Source: an optimization exercise on an open RTL-to-GDS flow (aim: small area and a short achievable clock period). Production flows keep margins and buffers that such runs may drop. Function was checked by simulation only, so behaviour that the tests miss may differ from the original. Power is estimated from default activity; no workload was simulated.

// mem_ecc_codec
module mem_ecc_codec (
    input  wire        clk,
    input  wire        rst_n,
    input  wire        in_valid,
    input  wire [1:0]  in_op,
    input  wire [63:0] in_data,
    input  wire [7:0]  in_check,
    output reg         out_valid,
    output wire [63:0] out_data,
    output wire [7:0]  out_check,
    output wire [1:0]  out_status,
    output wire [7:0]  out_syndrome,
    output wire [6:0]  out_pos
);
    localparam [511:0] HCOL = {
        8'h57,8'h4F,8'h3E,8'h3D,8'h3B,8'h37,8'h2F,8'h1F,8'hE0,8'hD0,8'hC8,8'hC4,8'hC2,8'hC1,8'hB0,8'hA8,
        8'hA4,8'hA2,8'hA1,8'h98,8'h94,8'h92,8'h91,8'h8C,8'h8A,8'h89,8'h86,8'h85,8'h83,8'h70,8'h68,8'h64,
        8'h62,8'h61,8'h58,8'h54,8'h52,8'h51,8'h4C,8'h4A,8'h49,8'h46,8'h45,8'h43,8'h38,8'h34,8'h32,8'h31,
        8'h2C,8'h2A,8'h29,8'h26,8'h25,8'h23,8'h1C,8'h1A,8'h19,8'h16,8'h15,8'h13,8'h0E,8'h0D,8'h0B,8'h07};
    function [3:0] mul_a;
        input [3:0] x;
        input [3:0] n;
        reg   [3:0] p;
        integer     i;
        begin
            p = x;
            for (i = 0; i < 15; i = i + 1)
                if (i < n) p = {p[2:0], 1'b0} ^ (p[3] ? 4'h3 : 4'h0);
            mul_a = p;
        end
    endfunction
    function [2:0] lg3;
        input [3:0] x;
        begin
            lg3[0] = (x == 4'h1) | (x == 4'h8) | (x == 4'hA) | (x == 4'hC) | (x == 4'hF);
            lg3[1] = (x == 4'h2) | (x == 4'h3) | (x == 4'h7) | (x == 4'hB) | (x == 4'hD);
            lg3[2] = (x == 4'h4) | (x == 4'h5) | (x == 4'h6) | (x == 4'h9) | (x == 4'hE);
        end
    endfunction
    function [4:0] lg5;
        input [3:0] x;
        begin
            lg5[0] = (x == 4'h1) | (x == 4'h6) | (x == 4'h7);
  ...
==> flow/config.mk <==
export PLATFORM = sky130hd
export DESIGN_NAME = mem_ecc_codec
export DESIGN_NICKNAME = mem_ecc_codec
export VERILOG_FILES = /design/flow/design.v
export SDC_FILE = /design/flow/constraint.sdc
export NUM_CORES = 4
export LEC_CHECK = 0
export CAP_MARGIN = 20
export CORE_MARGIN = 2
export CORE_UTILIZATION = 40
export CTS_BUF_LIST = sky130_fd_sc_hd__clkbuf_8
export CTS_CLUSTER_SIZE = 30
export SETUP_SLACK_MARGIN = 3.5
export SLEW_MARGIN = 20
==> flow/constraint.sdc <==
create_clock -name core_clock -period 8.0 [get_ports {clk}]
set_input_delay 1.6000 -clock core_clock [delete_from_list [all_inputs] [get_ports {clk}]]
set_output_delay 1.6000 -clock core_clock [all_outputs]
set_load 0.01 [all_outputs]
standard.sh (not shown) runs the stock make flow with config.mk's settings and CLKGATE_MAP_FILE= SYNTH_SCRIPT=/design/flow/synth_recipe.tcl, a recipe that flattens the netlist after the stock synthesis.
==> flow/flow/run.sh <==
#!/bin/bash
# Own flow: the standard synthesis, then the combinational logic replaced
# by the gate-level netlist of flow/netgen.py (same registers: names and cell
# type), checked equivalent to the standard synthesis by yosys; then the
# standard layout, with plain buffers on the ports instead of the delay cells
# buffer_ports picks by default. If the generated netlist fails a check, the
# standard synthesis's netlist is laid out instead.
set -euo pipefail
HERE=$(pwd)
R=$HERE/orfs/results/$FLOW_PLATFORM/mem_ecc_codec/base
LIB=$FLOW_HOME/platforms/$FLOW_PLATFORM/lib/sky130_fd_sc_hd__tt_025C_1v80.lib
bash standard.sh synth > make_synth.log 2>&1
cp $R/1_2_yosys.v $HERE/synth_standard.v
USE=synth_standard.v
if LIB=$LIB python3 flow/netgen.py $HERE/net_gen.v > netgen.log 2>&1; then
  yosys -p "read_liberty -lib $LIB; read_verilog net_gen.v; hierarchy -top $FLOW_TOP; opt_clean -purge; write_verilog -noattr -noexpr net_norm.v" > yosys_norm.log 2>&1
  yosys -p "read_liberty -ignore_miss_func $LIB; read_verilog synth_standard.v; rename $FLOW_TOP gold; read_verilog net_norm.v; rename $FLOW_TOP gate; flatten gold gate; opt_clean; equiv_make gold gate equiv; hierarchy -top equiv; equiv_simple; equiv_status -assert" > yosys_equiv.log 2>&1 \
    && python3 - <<'PY' > regcheck.log 2>&1 && USE=net_norm.v
import re, sys
def regs(p):
    return sorted(re.findall(r'(sky130_fd_sc_hd__df\w+)\s+(\\\S+)', open(p).read()))
a, b = regs('synth_standard.v'), regs('net_norm.v')
print(len(a), len(b))
sys.exit(0 if a == b and a else 1)
PY
fi
echo "laying out $USE" > netlist_choice.log
cp $HERE/$USE $R/1_2_yosys.v
rm -f $R/1_synth.odb $R/1_synth.sdc
bash standard.sh BUFFER_PORTS_ARGS="-buffer_cell sky130_fd_sc_hd__buf_1" finish > make_finish.log 2>&1
Other scripts of this flow, unchanged in this note and not shown: flow/flow/netgen.py, flow/flow/paar.py
The first run produced a clean layout.
Next try:
CTS_BUF_LIST = unset   (was sky130_fd_sc_hd__clkbuf_8)
CTS_CLUSTER_SIZE = unset   (was 30)
Wire length hardly moves. Via count is about the same. First-iteration DRC count increases by 2.9%. Global-route usage stays flat. Total power increases by 3.5%. Fmax is about the same. Die area does not change.
Next try:
SETUP_SLACK_MARGIN = 4.2   (was 3.5)
Result: Routed wire length grows by 8.8%; sequential cell count does not change; cell area is higher by 23%; first-iteration DRC count came out higher by about 6%; die area does not change; utilization came out higher by 11 points; non-clock buffer count grows by 82; area after synthesis does not change; final cell count is higher by about 6%.
Next try:
SETUP_SLACK_MARGIN = 3.9   (was 4.2)
TNS_END_PERCENT = 5   (was unset)
After rerunning:
- global-route usage went down by 0.35 points
- cell area is lower by roughly a tenth
- die area does not change
- setup slack loses 74 ps
- utilization decreases by 7.9 points
- worst hold slack got worse by 6.0 ps
- area after synthesis does not change

---

Another version of the RTL of mem_ecc_codec (not shown whole).
Size in the first run: ~930 cells after synthesis, ~170 I/O pins, roughly 8600 sq um of cells after synthesis.
## mem_ecc_codec
module mem_ecc_codec (
    input  wire        clk,
    input  wire        rst_n,
    input  wire        in_valid,
    input  wire [1:0]  in_op,
    input  wire [63:0] in_data,
    input  wire [7:0]  in_check,
    output reg         out_valid,
    output reg  [63:0] out_data,
    output reg  [7:0]  out_check,
    output reg  [1:0]  out_status,
    output reg  [7:0]  out_syndrome,
    output reg  [6:0]  out_pos
);
export LEC_CHECK = 0
export CAP_MARGIN = 20
export CORE_MARGIN = 2
export CORE_UTILIZATION = 55
export CTS_BUF_LIST = sky130_fd_sc_hd__clkbuf_8
export CTS_CLUSTER_SIZE = 30
export PLACE_DENSITY = 0.75
export SETUP_SLACK_MARGIN = 5.0
export SLEW_MARGIN = 20
create_clock -name core_clock -period 8.0 [get_ports {clk}]
==> flow/flow/run.sh <==
#!/bin/bash
# Own flow: the standard synthesis, then the combinational logic replaced
# by the gate-level netlist of flow/netgen.py (same registers: names and cell
# type), checked equivalent to the standard synthesis by yosys; then the
# standard layout, with plain buffers on the ports instead of the delay cells
# buffer_ports picks by default. If the generated netlist fails a check, the
# standard synthesis's netlist is laid out instead.
set -euo pipefail
HERE=$(pwd)
R=$HERE/orfs/results/$FLOW_PLATFORM/mem_ecc_codec/base
LIB=$FLOW_HOME/platforms/$FLOW_PLATFORM/lib/sky130_fd_sc_hd__tt_025C_1v80.lib
bash standard.sh synth > make_synth.log 2>&1
cp $R/1_2_yosys.v $HERE/synth_standard.v
USE=synth_standard.v
# generator options (structure and drive strengths), if any
set -a; [ -f flow/netgen.env ] && . flow/netgen.env; set +a
if LIB=$LIB python3 flow/netgen.py $HERE/net_gen.v > netgen.log 2>&1; then
  yosys -p "read_liberty -lib $LIB; read_verilog net_gen.v; hierarchy -top $FLOW_TOP; opt_clean -purge; write_verilog -noattr -noexpr net_norm.v" > yosys_norm.log 2>&1
  timeout 900 yosys -p "read_liberty -ignore_miss_func $LIB; read_verilog synth_standard.v; rename $FLOW_TOP gold; read_verilog net_norm.v; rename $FLOW_TOP gate; flatten gold gate; opt_clean; equiv_make gold gate equiv; hierarchy -top equiv; equiv_simple; equiv_status -assert" > yosys_equiv.log 2>&1 \
    && python3 - <<'PY' > regcheck.log 2>&1 && USE=net_final.v
# give each flip-flop the instance name the standard synthesis gave the same
# register (the suffix after '$' depends on how yosys read its reset/enable),
# then require the same names and cell types
import re, sys
pat = re.compile(r'(sky130_fd_sc_hd__df\w+)\s+\\([^\s$]+)(\$\S*)?\s')
std = {m.group(2): (m.group(1), m.group(2) + (m.group(3) or '')) for m in pat.finditer(open('synth_standard.v').read())}
txt = open('net_norm.v').read()
def ren(m):
    base = m.group(2)
    if base not in std: sys.exit('no standard register ' + base)
    return m.group(1) + ' \\' + std[base][1] + ' '
txt2 = pat.sub(ren, txt)
open('net_final.v', 'w').write(txt2)
a = sorted(std.values())
b = sorted((m.group(1), m.group(2) + (m.group(3) or '')) for m in pat.finditer(txt2))
print(len(a), len(b))
sys.exit(0 if a == b and a else 1)
PY
fi
echo "laying out $USE" > netlist_choice.log
cp $HERE/$USE $R/1_2_yosys.v
rm -f $R/1_synth.odb $R/1_synth.sdc
bash standard.sh BUFFER_PORTS_ARGS="-buffer_cell sky130_fd_sc_hd__buf_1" finish > make_finish.log 2>&1
Other scripts of this flow, unchanged in this note and not shown: flow/flow/joint.py, flow/flow/netgen.py, flow/flow/paar.py
Edit:
- CORE_UTILIZATION: 55 -> 40
- CTS_BUF_LIST: sky130_fd_sc_hd__clkbuf_8 -> unset
- CTS_CLUSTER_SIZE: 30 -> unset
- PLACE_DENSITY: 0.75 -> unset
- SETUP_SLACK_MARGIN: 5.0 -> 4.0
Effect: Flip-flop and latch count is unchanged; register-to-register slack gets worse by 0.67 ns; clock power came out higher by about 30%; global-route usage came out lower by 8.3 points; worst hold slack is worse by 0.013 ns; total power grows by about 0.75%; non-clock buffer count shrinks by 12; area after synthesis stays the same.
Edit:
- CORE_UTILIZATION: 40 -> 65
- CTS_BUF_LIST: unset -> sky130_fd_sc_hd__clkbuf_8
- CTS_CLUSTER_SIZE: unset -> 30
- SETUP_SLACK_MARGIN: 4.0 -> 5.0
Outcome: The changed run ran to the end with no violations; final cell count goes down by 6.0%; core utilization is higher by 31 points; global-route usage came out higher by 12 points; sequential power barely changes; area after synthesis is unchanged; count of clock-buffer cells in the layout rose by 2; setup slack is better by 0.58 ns; power fell by 1.4%; register-to-register slack gets better by 0.63 ns.
Edit:
- CORE_UTILIZATION: 65 -> 40
Synthesized area does not change.
Combinational power hardly moves.
Die area climbs by 60%.
Synthesized cell count stays the same.
Setup slack is better by 0.14 ns.

---

== v6 ==
Another version of the RTL of mem_ecc_codec (not shown whole).
Size in the first run: roughly 83 flip-flops, about 170 I/O pins, roughly 0.0078 mm^2 of cells after synthesis.
Settings: LEC_CHECK=0, CAP_MARGIN=20, CORE_MARGIN=2, CORE_UTILIZATION=40, SLEW_MARGIN=20; clock period 8.0 ns.
run.sh (not shown) runs the stock make flow with config.mk's settings and CLKGATE_MAP_FILE= SYNTH_SCRIPT=/design/flow/synth_recipe.tcl, a recipe that flattens the netlist after the stock synthesis.
Stock flow here: none of the scripts above is used.
v6 completed end to end with timing, DRC and antenna clean.
Changes in v7 relative to v6:
Settings: SETUP_SLACK_MARGIN now 5, previously not set.
## What came out
- Total power draw ended up 69% higher on v7 than on v6.
- | fraction of area in clock buffers and inverters | v7 vs v6 | 0.73 points lower |
- Taking v6 as the reference, in v7 share of power burned in the clock network moved down, final critical path time including I/O delays and setup moved down.
- The higher power density of the placed cells came out of v7.
- v7 and v6 ended up with roughly the same count of hold buffers inserted by post-cts repair.
- The faster design of the two is v7; v6 tops out lower.
- Re buffer count excluding the clock tree in the final layout: v7 is 140% up on v6.
- Diff v6 -> v7: worst hold-check slack lower, number of vias after detailed routing has increased, count of placed standard cells in the final layout, fillers left out rose about 19%.

---

## P
Another version of the RTL of mem_ecc_codec (not shown whole).
Size in the first run: about 1,000 cells after synthesis, about 170 I/O pins, ~6900 um^2 of cells after synthesis.
clock: 8.0 ns
lec_check: 0
cap_margin: 20
core_margin: 2
core_utilization: 40
setup_slack_margin: 3.9
slew_margin: 20
standard.sh (not shown) runs the stock make flow with config.mk's settings and CLKGATE_MAP_FILE= SYNTH_SCRIPT=/design/flow/synth_recipe.tcl, a recipe that flattens the netlist after the stock synthesis.
==> flow/flow/run.sh <==
#!/bin/bash
# Own flow: the standard synthesis, then the combinational logic between
# the registers re-mapped by ABC with an area-oriented script (registers,
# their names and cell types untouched), then the standard layout with plain
# buffers on the ports instead of the delay cells buffer_ports picks by default.
set -euo pipefail
HERE=$(pwd)
R=$HERE/orfs/results/$FLOW_PLATFORM/mem_ecc_codec/base
bash standard.sh synth > make_synth.log 2>&1
cp $R/1_2_yosys.v $HERE/synth_standard.v
yosys -c flow/resyn.tcl > yosys_resyn.log 2>&1
cp $HERE/synth_resyn.v $R/1_2_yosys.v
rm -f $R/1_synth.odb $R/1_synth.sdc
bash standard.sh BUFFER_PORTS_ARGS="-buffer_cell sky130_fd_sc_hd__buf_1" finish > make_finish.log 2>&1
==> flow/flow/abc.script <==
strash; dch -f; balance; rewrite; refactor; balance; rewrite; rewrite -z; balance; refactor -z; rewrite -z; balance; dch -f; balance; rewrite; refactor; balance; rewrite; rewrite -z; balance; refactor -z; rewrite -z; balance; dch -f; amap; mfs2; strash; dch -f; map -a; topo
==> flow/flow/resyn.tcl <==
# Re-map the combinational logic of the standard synthesis; the flip-flops
# stay as they are (blackboxed during the re-map).
yosys -import
set lib $::env(FLOW_HOME)/platforms/sky130hd/lib/sky130_fd_sc_hd__tt_025C_1v80.lib
set dont_use {}
foreach c [split [exec sh -c "grep -o 'sky130_fd_sc_hd__\[a-z0-9_\]*' $::env(FLOW_HOME)/platforms/sky130hd/config.mk | sort -u"] "\n"] {
  lappend dont_use -dont_use $c
}
read_liberty -ignore_miss_func $lib
read_verilog synth_standard.v
hierarchy -top $::env(FLOW_TOP)
foreach m [split [exec sh -c "grep -o 'sky130_fd_sc_hd__df\[a-z0-9_\]*' synth_standard.v | sort -u"] "\n"] {
  blackbox $m
}
flatten
opt_clean -purge
set script [file normalize flow/abc.script]
abc -liberty $lib {*}$dont_use -script $script
opt_clean -purge
yosys rename -hide w:*.*
opt_clean -purge
tee -o resyn_stat.txt stat -liberty $lib
select $::env(FLOW_TOP)
write_verilog -noattr -selected synth_resyn.v
P reached the final stage; the timing, DRC and antenna checks on its layout passed.
Relative to P, the following input files were edited for Q:
# P
export LEC_CHECK = 0
export CAP_MARGIN = 20
export CORE_MARGIN = 2
export CORE_UTILIZATION = 40
export SETUP_SLACK_MARGIN = 3.9
export SLEW_MARGIN = 20
create_clock -name core_clock -period 8.0 [get_ports {clk}]
# Q
export LEC_CHECK = 0
export CAP_MARGIN = 20
export CORE_MARGIN = 2
export CORE_UTILIZATION = 40
export SETUP_SLACK_MARGIN = 3.5
export SLEW_MARGIN = 20
create_clock -name core_clock -period 8.0 [get_ports {clk}]
==> flow/flow/abc.script <==
strash; dch -f; balance; rewrite; refactor; balance; rewrite; rewrite -z; balance; refactor -z; rewrite -z; balance; dch -f; map -D 1500; topo
### Flow results
- Compared with P, sum of routed wire length over all layers in Q increased by a few percent.
- Taking P as the reference, in Q number of antenna violations at the first check in global routing now larger, post-synthesis cell area now larger, count of placed standard cells including taps now larger.
- Q does better than P on total power.
- Diff P -> Q | die area | increase of about 4.3%
- For the vertical die dimension, Q came in 2.9 um higher than P did.
- Looking at endpoint arrival time on the critical path, Q sits 400 ps above P.
What R does differently from Q at the input level:
# Q
export LEC_CHECK = 0
export CAP_MARGIN = 20
export CORE_MARGIN = 2
export CORE_UTILIZATION = 40
export SETUP_SLACK_MARGIN = 3.5
export SLEW_MARGIN = 20
create_clock -name core_clock -period 8.0 [get_ports {clk}]
# R
export LEC_CHECK = 0
export CAP_MARGIN = 20
export CORE_MARGIN = 2
export CORE_UTILIZATION = 40
export CTS_BUF_LIST = sky130_fd_sc_hd__clkbuf_8
export SETUP_SLACK_MARGIN = 3.9
export SLEW_MARGIN = 20
create_clock -name core_clock -period 8.0 [get_ports {clk}]
==> flow/flow/abc.script <==
strash; dch -f; balance; rewrite; refactor; balance; rewrite; rewrite -z; balance; refactor -z; rewrite -z; balance; dch -f; balance; rewrite; refactor; balance; rewrite; rewrite -z; balance; refactor -z; rewrite -z; balance; dch -f; amap; mfs2; strash; dch -f; map -a; topo
==> comparison <==
Worst setup slack after layout in R is 360 ps above Q. On power consumption: between Q and R, it ends up higher for R. Compared to Q, R has combinational group share of total power 4.8 points higher.
### R -> S
# R
export LEC_CHECK = 0
export CAP_MARGIN = 20
export CORE_MARGIN = 2
export CORE_UTILIZATION = 40
export CTS_BUF_LIST = sky130_fd_sc_hd__clkbuf_8
export SETUP_SLACK_MARGIN = 3.9
export SLEW_MARGIN = 20
create_clock -name core_clock -period 8.0 [get_ports {clk}]
# S
export LEC_CHECK = 0
export CAP_MARGIN = 20
export CORE_MARGIN = 2
export CORE_UTILIZATION = 40
export SETUP_SLACK_MARGIN = 3.5
export SLEW_MARGIN = 20
create_clock -name core_clock -period 8.0 [get_ports {clk}]
==> flow/flow/abc.script <==
strash; &get -n; &dch -f; &nf -p -a; &put; topo
Notes after the runs:
- Share of the clock period used by the worst path after layout, S and R, higher one = S.
- Signed area change from the synthesized netlist to the final layout was higher in R than in S.
- Sequential share of layout area ended up 1.4 points higher on S than on R.
- Compared with R, leakage dissipation in S decreased by more than 10%.
- Comparing S with R, the antenna diode instance count came out essentially unchanged.
- Fmax: S below R
- Delta (S minus R): global-route met3 utilization stayed essentially flat, cell area now smaller, final-layout worst hold slack grew by 83 ps.
- Sum of internal, switching and leakage power delta for S relative to R: about 5.5% higher

-- port drivers added, routing unchanged --
The results above use ideal ports. As a check the final layouts listed here were re-extracted and re-timed, cells and wires unchanged. Step 1 (the two cells are an assumption about what drives the block):
set clk [get_ports {clk}]
set_driving_cell -lib_cell sky130_fd_sc_hd__clkbuf_16 $clk
set_driving_cell -lib_cell sky130_fd_sc_hd__buf_2 [delete_from_list [all_inputs] $clk]
Step 2 moves the port delays by t, midway between the first and last clock arrival at a register: inputs arrive t later, outputs are due t later. That takes back most of the time a late clock gives input paths. Three values: ideal, step 1, step 2; two values: the first two.
run | t (ns) | setup slack, ns | clock arrival spread, ns | pins driven straight from the clock port
the first run of note 1 | 0.377 | 3.623 / 3.588 / 3.356 | 0.012 / 0.011 | 1
the second run of note 1 | 0.367 | 3.624 / 3.585 / 3.340 | 0.010 / 0.011 | 1
the third run of note 1 | 0.362 | 3.928 / 3.893 / 3.838 | 0.007 / 0.008 | 1
the fourth run of note 1 | 0.368 | 3.854 / 3.814 / 3.542 | 0.008 / 0.007 | 1
the first run of note 2 | 0.530 | 4.975 / 4.975 / 4.504 | 0.014 / 0.014 | 1
the second run of note 2 | 0.490 | 4.301 / 4.301 / 4.128 | 0.016 / 0.016 | 1
the third run of note 2 | 0.524 | 4.885 / 4.904 / 4.381 | 0.011 / 0.011 | 1
the fourth run of note 2 | 0.518 | 5.023 / 5.041 / 4.523 | 0.021 / 0.021 | 1
v6 | 0.387 | 1.507 / 1.468 / 1.854 | 0.009 / 0.009 | 1
v7 | 0.391 | 3.053 / 3.008 / 3.399 | 0.008 / 0.008 | 1
P | 0.389 | 3.913 / 3.872 / 3.664 | 0.016 / 0.015 | 1
Q | 0.385 | 3.514 / 3.468 / 3.612 | 0.012 / 0.012 | 1
R | 0.412 | 3.873 / 3.833 / 3.580 | 0.021 / 0.021 | 1
S | 0.393 | 3.516 / 3.474 / 3.438 | 0.010 / 0.011 | 1
After both steps every run listed still meets setup and hold. For the third run of note 2, which loses most, drivers alone change the setup slack by +0.019 ns; drivers and shift together by -0.504 ns.
